From an optimization exercise on the open Yosys and OpenROAD flow, aimed at small area, a short achievable clock period and few clock cycles per item; shortcuts taken in it are not production practice.
RTL that was checked went through simulation tests only; none was proved equivalent to the original.

== run 5 ==
Design div_unit, start of the top module:
module div_unit (
    input  wire        clk,
    input  wire        rst,
    input  wire        start,
    input  wire [1:0]  op,       
    input  wire [63:0] a,        
    input  wire [63:0] b,        
    output wire        ready,
    output reg         done,
    output wire [63:0] quot,
    output wire [63:0] rem
);
    localparam S_IDLE = 3'd0, S_SIZE = 3'd1, S_ALIGN = 3'd2, S_ITER = 3'd3,
               S_FIX = 3'd4;
    reg [2:0]   state;
    reg [5:0]   count;           
    reg [64:0]  r;               
    reg [63:0]  z;               
    reg [63:0]  zm;              
    reg [64:0]  y;               
    reg         cin;             
    reg         g;               
    reg         first;           
    reg         an, bn;          
    reg         b0;              
    reg         imm;             
    reg         ovf32;           
    reg         dneg;            
    reg         qneg;            
    reg [6:0]   ma, mb;          
    wire last = (count == 6'd0);
    assign ready = (state == S_IDLE) | (state == S_FIX) | ((state == S_SIZE) & imm);
    assign quot  = z;
    assign rem   = r[63:0];
    wire        t_sgn = ~op[0];
    wire        t_w32 = op[1];
    wire [63:0] a_x  = t_w32 ? {{32{t_sgn & a[31]}}, a[31:0]} : a;
    wire [63:0] b_x  = t_w32 ? {{32{t_sgn & b[31]}}, b[31:0]} : b;
    wire        an_t = t_sgn & a_x[63];
    wire        bn_t = t_sgn & b_x[63];
    wire [63:0] s_t  = an_t ? {~a_x[62:0], 1'b1} : a_x;
    wire [63:0] u_t  = bn_t ? ~b_x : b_x;
    wire [3:0]  ga, gb;
    genvar gi;
  ...
Size: ~3900 cells after synthesis, roughly 290 flip-flops, roughly 260 I/O pins, roughly 29000 um2 of cells after synthesis.
make LEC_CHECK=0 CAP_MARGIN=20 CORE_MARGIN=2 CORE_UTILIZATION=40 SETUP_SLACK_MARGIN=2 SLEW_MARGIN=20 finish   # period 10.0 ns
run.sh (not shown) runs the stock make flow with config.mk's settings and CLKGATE_MAP_FILE= SYNTH_SCRIPT=/design/flow/synth_recipe.tcl, a recipe that flattens the netlist after the stock synthesis.
Run 5 closes out successfully: all stages finished, all timing, DRC and antenna checks passed.
Input-level comparison between run 4 and run 5:
diff --git a/flow/config.mk b/flow/config.mk
--- a/flow/config.mk
+++ b/flow/config.mk
@@ -10,3 +10,3 @@
 export CORE_UTILIZATION = 40
-export SETUP_SLACK_MARGIN = 2
+export SETUP_SLACK_MARGIN = 5
 export SLEW_MARGIN = 20
==> results.txt <==
Compared with run 5, in run 4 via count of the first global-routing pass dropped about 0.37%, die area did not really move, met3 demand-to-capacity share in global routing fell 1.9 points.
Re global-route wire length before repair: run 5 was higher than run 4.
Of run 5 and run 4, run 5 shows the higher global-route usage, with run 4 below it.
Clock insertion delay at the later pin of the skew report delta (run 5 -> run 4): insignificant
Sequential fraction of total cell area: run 4 lower than run 5
Diff run 5 -> run 4: upper clock frequency limit increased 18%; setup slack picked up an extra 0.90 ns.
Diff run 4..run 5 | synthesized instance count | unchanged
Function was not checked in any run of this note: the RTL went through the layout flow alone.

* * *

Setup of before:
Another version of the RTL of div_unit (not shown whole).
Size: ~3700 cells after synthesis, about 260 I/O pins, about 0.028 mm2 of cells after synthesis.
Settings: LEC_CHECK=0, CAP_MARGIN=20, CORE_MARGIN=2, CORE_UTILIZATION=40, SLEW_MARGIN=20; clock period 10.0 ns.
Testbench counts of before, summed over its fixed seeds: cycles 209,522, ops 24,000.
--- input diff before..after ---
- ABC_CLOCK_PERIOD_IN_PS: unset -> 5000
- SETUP_SLACK_MARGIN: unset -> 5
Results
- Compared with before, in after clock network area share has decreased; final worst setup slack increased by 1.83 ns relative to the old numbers.

* * *

div_unit, a different RTL version from the one above (not shown whole).
Size: ~4,900 cells after synthesis, about 290 flip-flops, roughly 31,000 um2 of cells after synthesis.
clock: 10.0 ns
lec_check: 0
abc_area: 1
cap_margin: 20
core_margin: 2
core_utilization: 40
setup_slack_margin: 5
slew_margin: 20
The baseline ran to the end with no violations.
Testbench counts at the start, summed over its fixed seeds: cycles 231,199, ops 24,000.
==> next run, changes <==
--- a/flow/config.mk
+++ b/flow/config.mk
@@ -8 +7,0 @@
-export ABC_AREA = 1
The new run completed without violations.
Count of clock-buffer cells in the layout went down by 11.
Core utilization went down by 0.56 points.
Sequential cell count stays the same.
Global-route usage went down by 4.0 points.
Worst setup slack gets worse by 0.098 ns.
Synthesized area went down by a few percent.
Critical path depth went up by 9.
Via count went down by roughly a tenth.
Final cell count went down by about a fifth.
Register-to-register slack gets worse by 0.12 ns.
==> next run, changes <==
==> flow/flow/run.sh (new file) <==
#!/bin/bash
bash standard.sh SETUP_SLACK_MARGIN=6.5 finish > standard.log 2>&1
==> flow/standard.sh (new file) <==
#!/bin/bash
# synth_recipe.tcl (not shown) runs the flow's synth.tcl, then flattens the netlist and writes it again
# the make line also repeats each setting of config.mk as NAME=value (left out here)
make -C /OpenROAD-flow-scripts/flow DESIGN_CONFIG=/design/flow/config.mk WORK_HOME=/design/flow/orfs CLKGATE_MAP_FILE= SYNTH_SCRIPT=/design/flow/synth_recipe.tcl "${@:-finish}"
removed: flow/run.sh
=> The changed run passed the timing, DRC and antenna checks; clock-buffer cell count falls by 2; worst setup slack gains 0.54 ns; final cell count rises by 4.9%; non-clock buffer count rises by 232; synthesized cell count stays the same; core utilization rises by 7.0 points; register-to-register slack gains 0.54 ns; wire length rises by 9.6%.

[separate check: timing with driven ports]
No port has a modelled driver above. Below, the same layouts with a new extraction and two added sets of constraints. Step 1: set_driving_cell puts a clkbuf_16 on clk and a buf_2 on each other input, an assumption about the parent block. Step 2 also shifts input and output timing later by t, the mid clock arrival at the registers, as if the neighbouring blocks saw the same clock. Slacks: ideal ports / drivers / drivers and shift; pairs: ideal ports / drivers.
run | t (ns) | setup slack, ns | clock arrival spread, ns | pins driven straight from the clock port
run 5 | 0.667 | 4.175 / 4.175 / 4.175 | 0.048 / 0.047 | 1
run 4 | 0.666 | 5.080 / 5.073 / 4.917 | 0.057 / 0.058 | 1
before | 0.641 | 1.419 / 1.419 / 1.419 | 0.033 / 0.033 | 1
after | 0.637 | 3.247 / 3.247 / 3.247 | 0.023 / 0.023 | 1
the first run of note 3 | 0.657 | 5.183 / 5.211 / 4.562 | 0.020 / 0.021 | 1
the second run of note 3 | 0.662 | 5.085 / 5.085 / 4.647 | 0.031 / 0.032 | 1
the third run of note 3 | 0.643 | 5.621 / 5.621 / 5.592 | 0.059 / 0.058 | 1
After both steps every run listed still meets setup and hold. The setup slack of the first run of note 3, which loses most, moves by +0.028 ns with the drivers and by -0.621 ns with both steps.
